This design comes from an exercise in tuning for a short achievable clock period and few clock cycles per item on the open sky130 flow, not from production work.
RTL that was checked went through simulation tests only; none was proved equivalent to the original.
Power is estimated from default activity; no workload was simulated.

==> inputs of v6 <==
==> flow/design.v (excerpt) <==
module chk_block (
    input  wire        clk,
    input  wire        rst,          
    input  wire        flr,          
    input  wire        req_valid,
    output wire        req_ready,
    input  wire        req_write,
    input  wire        req_host,     
    input  wire [7:0]  req_addr,
    input  wire [31:0] req_wdata,
    output reg         rsp_valid,
    output reg  [31:0] rsp_rdata
);
==> flow/config.mk <==
export PLATFORM = sky130hd
export DESIGN_NAME = chk_block
export DESIGN_NICKNAME = chk_block
export VERILOG_FILES = /design/flow/design.v
export SDC_FILE = /design/flow/constraint.sdc
export NUM_CORES = 8
export LEC_CHECK = 0
export ABC_CLOCK_PERIOD_IN_PS = 2000
export CAP_MARGIN = 20
export CORE_MARGIN = 2
export CORE_UTILIZATION = 55
export PLACE_DENSITY = 0.65
export SLEW_MARGIN = 20
==> flow/constraint.sdc <==
create_clock -name core_clock -period 13.0 [get_ports {clk}]
set_input_delay 2.6000 -clock core_clock [delete_from_list [all_inputs] [get_ports {clk}]]
set_output_delay 2.6000 -clock core_clock [all_outputs]
set_load 0.01 [all_outputs]
standard.sh (not shown) runs the stock make flow with config.mk's settings and CLKGATE_MAP_FILE= SYNTH_SCRIPT=/design/flow/synth_recipe.tcl, a recipe that flattens the netlist after the stock synthesis.
==> flow/flow/run.sh <==
#!/bin/bash
# Standard synthesis, then the standard layout with timing repair aiming
# well below the clock period (the SDC is unchanged).
set -e
bash standard.sh synth > synth.log 2>&1
bash standard.sh SETUP_SLACK_MARGIN=9.5 finish > layout.log 2>&1
==> inputs of v37, as changes to v6 <==
--- a/flow/design.v
+++ b/flow/design.v
@@ -55,45 +55,24 @@
 );
     function [15:0] rotl1;
         input [15:0] a;
         rotl1 = {a[14:0], a[15]};
     endfunction
     function [15:0] madd;
         input [15:0] a;
         input [15:0] b;
-        reg [15:0] g, p, gg, pp, gn, pn;
-        reg        cin;
-        integer i, d;
+        reg [16:0] t0;
+        reg [16:0] t1;
         begin
-            g = a & b;
-            p = a ^ b;
-            gg = g;
-            pp = p;
-            for (d = 1; d < 16; d = d * 2) begin
-                gn = gg;
-                pn = pp;
-                for (i = d; i < 16; i = i + 1) begin
-                    gn[i] = gg[i] | (pp[i] & gg[i - d]);
-                    pn[i] = pp[i] & pp[i - d];
-                end
-                gg = gn;
-                pp = pn;
-            end
-            cin = gg[15] | pp[15];
-            madd[0] = p[0] ^ cin;
-            for (i = 1; i < 16; i = i + 1)
-                madd[i] = p[i] ^ (gg[i - 1] | (pp[i - 1] & cin));
+            t0 = {1'b0, a} + {1'b0, b};
+            t1 = {1'b0, a} + {1'b0, b} + 17'd1;
+            madd = t1[16] ? t1[15:0] : t0[15:0];
         end
     endfunction
-    function [15:0] madd_c;
-        input [15:0] a;
-        input [15:0] b;
-        madd_c = madd(a, b) & {16{~&(a & b)}};
-    endfunction
     function [15:0] maj;
         input [15:0] a;
         input [15:0] b;
         input [15:0] e;
         maj = (a & b) | (a & e) | (b & e);
     endfunction
     wire [7:0] bc8_1;    
     assign bc8_1[0] = ((d[0] ^ d[6]) ^ d[7]);
@@ -412,45 +391,24 @@
 );
     function [15:0] rotl1;
         input [15:0] a;
         rotl1 = {a[14:0], a[15]};
     endfunction
     function [15:0] madd;
         input [15:0] a;
         input [15:0] b;
-        reg [15:0] g, p, gg, pp, gn, pn;
-        reg        cin;
-        integer i, d;
+        reg [16:0] t0;
+        reg [16:0] t1;
         begin
-            g = a & b;
-            p = a ^ b;
-            gg = g;
-            pp = p;
-            for (d = 1; d < 16; d = d * 2) begin
-                gn = gg;
-                pn = pp;
-                for (i = d; i < 16; i = i + 1) begin
-                    gn[i] = gg[i] | (pp[i] & gg[i - d]);
-                    pn[i] = pp[i] & pp[i - d];
-                end
-                gg = gn;
-                pp = pn;
-            end
-            cin = gg[15] | pp[15];
-            madd[0] = p[0] ^ cin;
-            for (i = 1; i < 16; i = i + 1)
-                madd[i] = p[i] ^ (gg[i - 1] | (pp[i - 1] & cin));
+            t0 = {1'b0, a} + {1'b0, b};
+            t1 = {1'b0, a} + {1'b0, b} + 17'd1;
+            madd = t1[16] ? t1[15:0] : t0[15:0];
         end
     endfunction
-    function [15:0] madd_c;
-        input [15:0] a;
-        input [15:0] b;
-        madd_c = madd(a, b) & {16{~&(a & b)}};
-    endfunction
     function [15:0] maj;
         input [15:0] a;
         input [15:0] b;
         input [15:0] e;
         maj = (a & b) | (a & e) | (b & e);
     endfunction
     wire [7:0] c8_1;    
     assign c8_1[0] = ((v[0] ^ v[6]) ^ v[7]);
@@ -748,17 +706,17 @@
     wire [15:0] ga  = v2 ^ c2 ^ y2;
     wire [15:0] gb  = rotl1(maj(v2, c2, y2));
     wire [15:0] gc  = kv1 ^ kc1 ^ at2;
     wire [15:0] gd  = rotl1(maj(kv1, kc1, at2));
     wire [15:0] ha  = ga ^ gb ^ gc;
     wire [15:0] hb  = rotl1(maj(ga, gb, gc));
     wire [15:0] f2v = ha ^ hb ^ gd;
     wire [15:0] f2c = rotl1(maj(ha, hb, gd));
-    wire [31:0] red = {madd_c(v2, c2), madd_c(v1, c1)};
+    wire [31:0] red = {madd(v2, c2), madd(v1, c1)};
     assign n_v = (kv & v) | ({32{s_fl}} & {f2v, f1v}) | ({32{s_red}} & red) |
                  (crc_t ^ kx);
     assign n_c = ({32{kc}} & c) | ({32{s_fl}} & {f2c, f1c});
 endmodule
 module chk_block (
     input  wire        clk,
     input  wire        rst,          
     input  wire        flr,          
@@ -773,45 +731,24 @@
 );
     function [15:0] rotl1;
         input [15:0] a;
         rotl1 = {a[14:0], a[15]};
     endfunction
     function [15:0] madd;
         input [15:0] a;
         input [15:0] b;
-        reg [15:0] g, p, gg, pp, gn, pn;
-        reg        cin;
-        integer i, d;
+        reg [16:0] t0;
+        reg [16:0] t1;
         begin
-            g = a & b;
-            p = a ^ b;
-            gg = g;
-            pp = p;
-            for (d = 1; d < 16; d = d * 2) begin
-                gn = gg;
-                pn = pp;
-                for (i = d; i < 16; i = i + 1) begin
-                    gn[i] = gg[i] | (pp[i] & gg[i - d]);
-                    pn[i] = pp[i] & pp[i - d];
-                end
-                gg = gn;
-                pp = pn;
-            end
-            cin = gg[15] | pp[15];
-            madd[0] = p[0] ^ cin;
-            for (i = 1; i < 16; i = i + 1)
-                madd[i] = p[i] ^ (gg[i - 1] | (pp[i - 1] & cin));
+            t0 = {1'b0, a} + {1'b0, b};
+            t1 = {1'b0, a} + {1'b0, b} + 17'd1;
+            madd = t1[16] ? t1[15:0] : t0[15:0];
         end
     endfunction
-    function [15:0] madd_c;
-        input [15:0] a;
-        input [15:0] b;
-        madd_c = madd(a, b) & {16{~&(a & b)}};
-    endfunction
     function [15:0] maj;
         input [15:0] a;
         input [15:0] b;
         input [15:0] e;
         maj = (a & b) | (a & e) | (b & e);
     endfunction
     function [31:0] width_mask;
         input [2:0] alg;
@@ -903,20 +840,17 @@
         hb1_1  <= phb1;
     end
     reg        f2, uop2, wr2, own2, clr2, bad2, rd2, rdu2, rds2;
     reg [2:0]  u2, rr2;
     reg [1:0]  wd2;                  
     reg [2:0]  a_alg2;               
     reg        a_pend2, a_red2;
     reg [7:0]  a_aux2;
-    reg [31:0] cnt2;                 
-    reg        ci2, cf2, cw2;        
-    reg [2:0]  cn2;                  
-    reg [31:0] cwd2;                 
+    reg [31:0] a_cnt2;
     reg [31:0] cv2, cc2;             
     reg [31:0] kv2, kx2;             
     reg        kc2, sfl2, sred2, k2_2;
     reg [2:0]  s8_2, s16_2, s32_2, s32c_2;
     reg [15:0] y1_2, y2_2, at1_2, at2_2;
     reg        luop, lwe, rv3, rs3, ru3;
     reg [2:0]  lu, rr3;
     reg [2:0]  l_alg;
@@ -933,35 +867,38 @@
     wire [7:0]  u_aux  [0:7];
     wire [31:0] u_cnt  [0:7];
     wire zap  = f2 && u1[2];                     
     wire fwd1 = uop2 && (u2 == u1);              
     wire fwd2 = luop && (lu == u1);              
     reg [2:0]  s_alg;
     reg        s_pend, s_red;
     reg [7:0]  s_aux;
+    reg [31:0] s_cnt;
     reg [31:0] o_v, o_c;             
-    reg [31:0] o_cnt;                
     always @(*) begin
         if (zap) begin
-            s_alg = 3'd2; s_pend = 1'b0; s_aux = 8'h00; s_red = 1'b0;
+            s_alg = 3'd2; s_pend = 1'b0; s_aux = 8'h00; s_cnt = 32'd0;
+            s_red = 1'b0;
         end else if (fwd1) begin
-            s_alg = a_alg2; s_pend = a_pend2; s_aux = a_aux2; s_red = a_red2;
+            s_alg = a_alg2; s_pend = a_pend2; s_aux = a_aux2; s_cnt = a_cnt2;
+            s_red = a_red2;
         end else if (fwd2) begin
-            s_alg = l_alg; s_pend = l_pend; s_aux = l_aux; s_red = l_red;
+            s_alg = l_alg; s_pend = l_pend; s_aux = l_aux; s_cnt = l_cnt;
+            s_red = l_red;
         end else begin
             s_alg = u_alg[u1]; s_pend = u_pend[u1]; s_aux = u_aux[u1];
-            s_red = u_red[u1];
+            s_cnt = u_cnt[u1]; s_red = u_red[u1];
         end
         if (zap) begin
-            o_v = 32'hFFFF_FFFF; o_c = 32'd0; o_cnt = 32'd0;
+            o_v = 32'hFFFF_FFFF; o_c = 32'd0;
         end else if (fwd2) begin
-            o_v = l_v; o_c = l_c; o_cnt = l_cnt;
+            o_v = l_v; o_c = l_c;
         end else begin
-            o_v = u_v[u1]; o_c = u_c[u1]; o_cnt = u_cnt[u1];
+            o_v = u_v[u1]; o_c = u_c[u1];
         end
     end
     wire       alg_ok  = (wd1[2:0] <= 3'd4);
     wire [2:0] alg_new = alg_ok ? wd1[2:0] : s_alg;
     wire       init    = k_ctrl1 && wd1[31];
     wire       is_c8   = (s_alg == 3'd0);
     wire       is_c16  = (s_alg == 3'd1);
     wire       is_c32  = (s_alg == 3'd2);
@@ -1026,21 +963,19 @@
         wd2 <= wd1[1:0];
         a_alg2  <= k_ctrl1 ? alg_new : s_alg;
         a_pend2 <= init ? 1'b0 :
                    (k_feed1 && is_fl) ? (s_pend ^ n1_1) :
                    k_aux1 ? wd1[8] : s_pend;
         a_aux2  <= init ? 8'h00 :
                    (k_feed1 && is_fl && (!s_pend || !n1_1)) ? (s_pend ? hb1_1 : hb0_1) :
                    k_aux1 ? wd1[7:0] : s_aux;
-        ci2     <= init;
-        cf2     <= k_feed1;
-        cw2     <= k_count1;
-        cn2     <= nsz;
-        cwd2    <= wd1;
+        a_cnt2  <= init ? 32'd0 :
+                   k_feed1 ? s_cnt + {29'd0, nsz} :
+                   k_count1 ? wd1 : s_cnt;
         a_red2  <= (init || k_ctrl1 || k_state1) ? 1'b0 :
                    fl_upd ? 1'b1 : s_red;
         kv2    <= p_kv;
         kx2    <= p_kx;
         kc2    <= p_kc;
         s8_2   <= (k_feed1 && is_c8)   ? nsz : 3'd0;
         s16_2  <= (k_feed1 && is_c16)  ? nsz : 3'd0;
         s32_2  <= (k_feed1 && is_c32)  ? nsz : 3'd0;
@@ -1056,23 +991,19 @@
     wire [31:0] e_v, e_c;
     chk_engine eng (
         .v(cv2), .c(cc2), .kv(kv2), .kc(kc2), .kx(kx2),
         .s8(s8_2), .s16(s16_2), .s32(s32_2), .s32c(s32c_2),
         .s_fl(sfl2), .s_red(sred2), .k2(k2_2), .y1(y1_2), .y2(y2_2),
         .at1(at1_2), .at2(at2_2),
         .n_v(e_v), .n_c(e_c)
     );
-    wire [31:0] e_cnt = ci2 ? 32'd0 :
-                        cf2 ? cnt2 + {29'd0, cn2} :
-                        cw2 ? cwd2 : cnt2;
     always @(posedge clk) begin
-        cv2  <= fwd1 ? e_v : o_v;
-        cc2  <= fwd1 ? e_c : o_c;
-        cnt2 <= fwd1 ? e_cnt : o_cnt;
+        cv2 <= fwd1 ? e_v : o_v;
+        cc2 <= fwd1 ? e_c : o_c;
     end
     wire [15:0] cv2a = cv2[15:0];
     wire [15:0] cc2a = cc2[15:0];
     wire [15:0] cv2b = cv2[31:16];
     wire [15:0] cc2b = cc2[31:16];
     wire [15:0] rb   = {8'h00, a_aux2};
     wire [15:0] r1v  = cv2a ^ cc2a ^ rb;
     wire [15:0] r1c  = rotl1(maj(cv2a, cc2a, rb));
@@ -1110,17 +1041,17 @@
         lu     <= u2;
         rs3    <= rds2;
         ru3    <= rdu2;
         rr3    <= rr2;
         l_alg  <= a_alg2;
         l_pend <= a_pend2;
         l_red  <= a_red2;
         l_aux  <= a_aux2;
-        l_cnt  <= e_cnt;
+        l_cnt  <= a_cnt2;
         l_v    <= e_v;
         l_c    <= e_c;
         flags3 <= {bad_alg_flag, unit_owned_flag};
         l_r1v  <= r1v;
         l_r1c  <= r1c;
         l_r2v  <= r2v;
         l_r2c  <= r2c;
     end
@@ -1133,19 +1064,19 @@
                 .we(lwe && (lu == g)),
                 .n_alg(l_alg), .n_v(l_v), .n_c(l_c), .n_red(l_red),
                 .n_pend(l_pend), .n_aux(l_aux), .n_cnt(l_cnt),
                 .alg(u_alg[g]), .v(u_v[g]), .c(u_c[g]), .red(u_red[g]),
                 .pend(u_pend[g]), .aux(u_aux[g]), .cnt(u_cnt[g])
             );
         end
     endgenerate
-    wire [31:0] plain = l_red ? {madd_c(l_v[31:16], l_c[31:16]),
-                                 madd_c(l_v[15:0], l_c[15:0])} : l_v;
-    wire [31:0] q_fl  = {madd_c(l_r2v, l_r2c), madd_c(l_r1v, l_r1c)};
+    wire [31:0] plain = l_red ? {madd(l_v[31:16], l_c[31:16]),
+                                 madd(l_v[15:0], l_c[15:0])} : l_v;
+    wire [31:0] q_fl  = {madd(l_r2v, l_r2c), madd(l_r1v, l_r1c)};
     reg [31:0] result;
     always @(*) begin
         case (l_alg)
             3'd0:    result = plain & 32'h0000_00FF;
             3'd1:    result = plain & 32'h0000_FFFF;
             3'd2:    result = ~plain;
             3'd3:    result = ~plain;
             3'd4:    result = l_pend ? q_fl : plain;
==> notes <==
- v6 went through all stages and came out clean. v37 went through all stages and came out clean.
- Of v37 and v6, v6 has the higher register-to-register slack (gap 0.56 ns).
- Of v6 and v37, v6 has the higher sequential power (gap about 2%, measured against v37).
- Against v6, the area after synthesis of v37 is higher by about 4%.
- In v6 the maximum frequency is higher than in v37, by about 6%.
- In v6 the cell area is lower than in v37, by about 13%.
- Clock power: v6 is lower than v37 (about 2%).
- Wire length: v37 is larger than v6 (13%).
- Between v6 and v37, the lower utilization is in v6 (gap 6.2 points).
- Against v6, the critical path depth of v37 is higher by 16.
Testbench counts of v6, summed over its fixed seeds: cycles 4,740, bytes 12,977.
The RTL of v37 was laid out without a check of its function.

what the ideal ports hide:
Ports are ideal in the flow. The routed layouts listed here were re-timed in OpenROAD. Step 1 sets driving cells, clkbuf_16 on the clock port and buf_2 on the other inputs (assumed; they add their load-dependent delay and slew). Step 2 times the ports against the registers' clock, not the clock port: input delays grow and output delays shrink by t, the midpoint of the rising clock arrivals with the driver on. Slacks: no drivers / after step 1 / after step 2; pairs: no drivers / after step 1.
run	t, ns	setup WS [ns]	clock arrival spread, ns	worst slew at a driven data input, ns	cell pins on the clock port's net
v6	0.910	9.039 / 8.953 / 9.368	0.070 / 0.070	0.04	1
v37	0.930	8.808 / 8.808 / 8.808	0.099 / 0.099	0.05	1
After both steps every run listed still meets setup and hold.
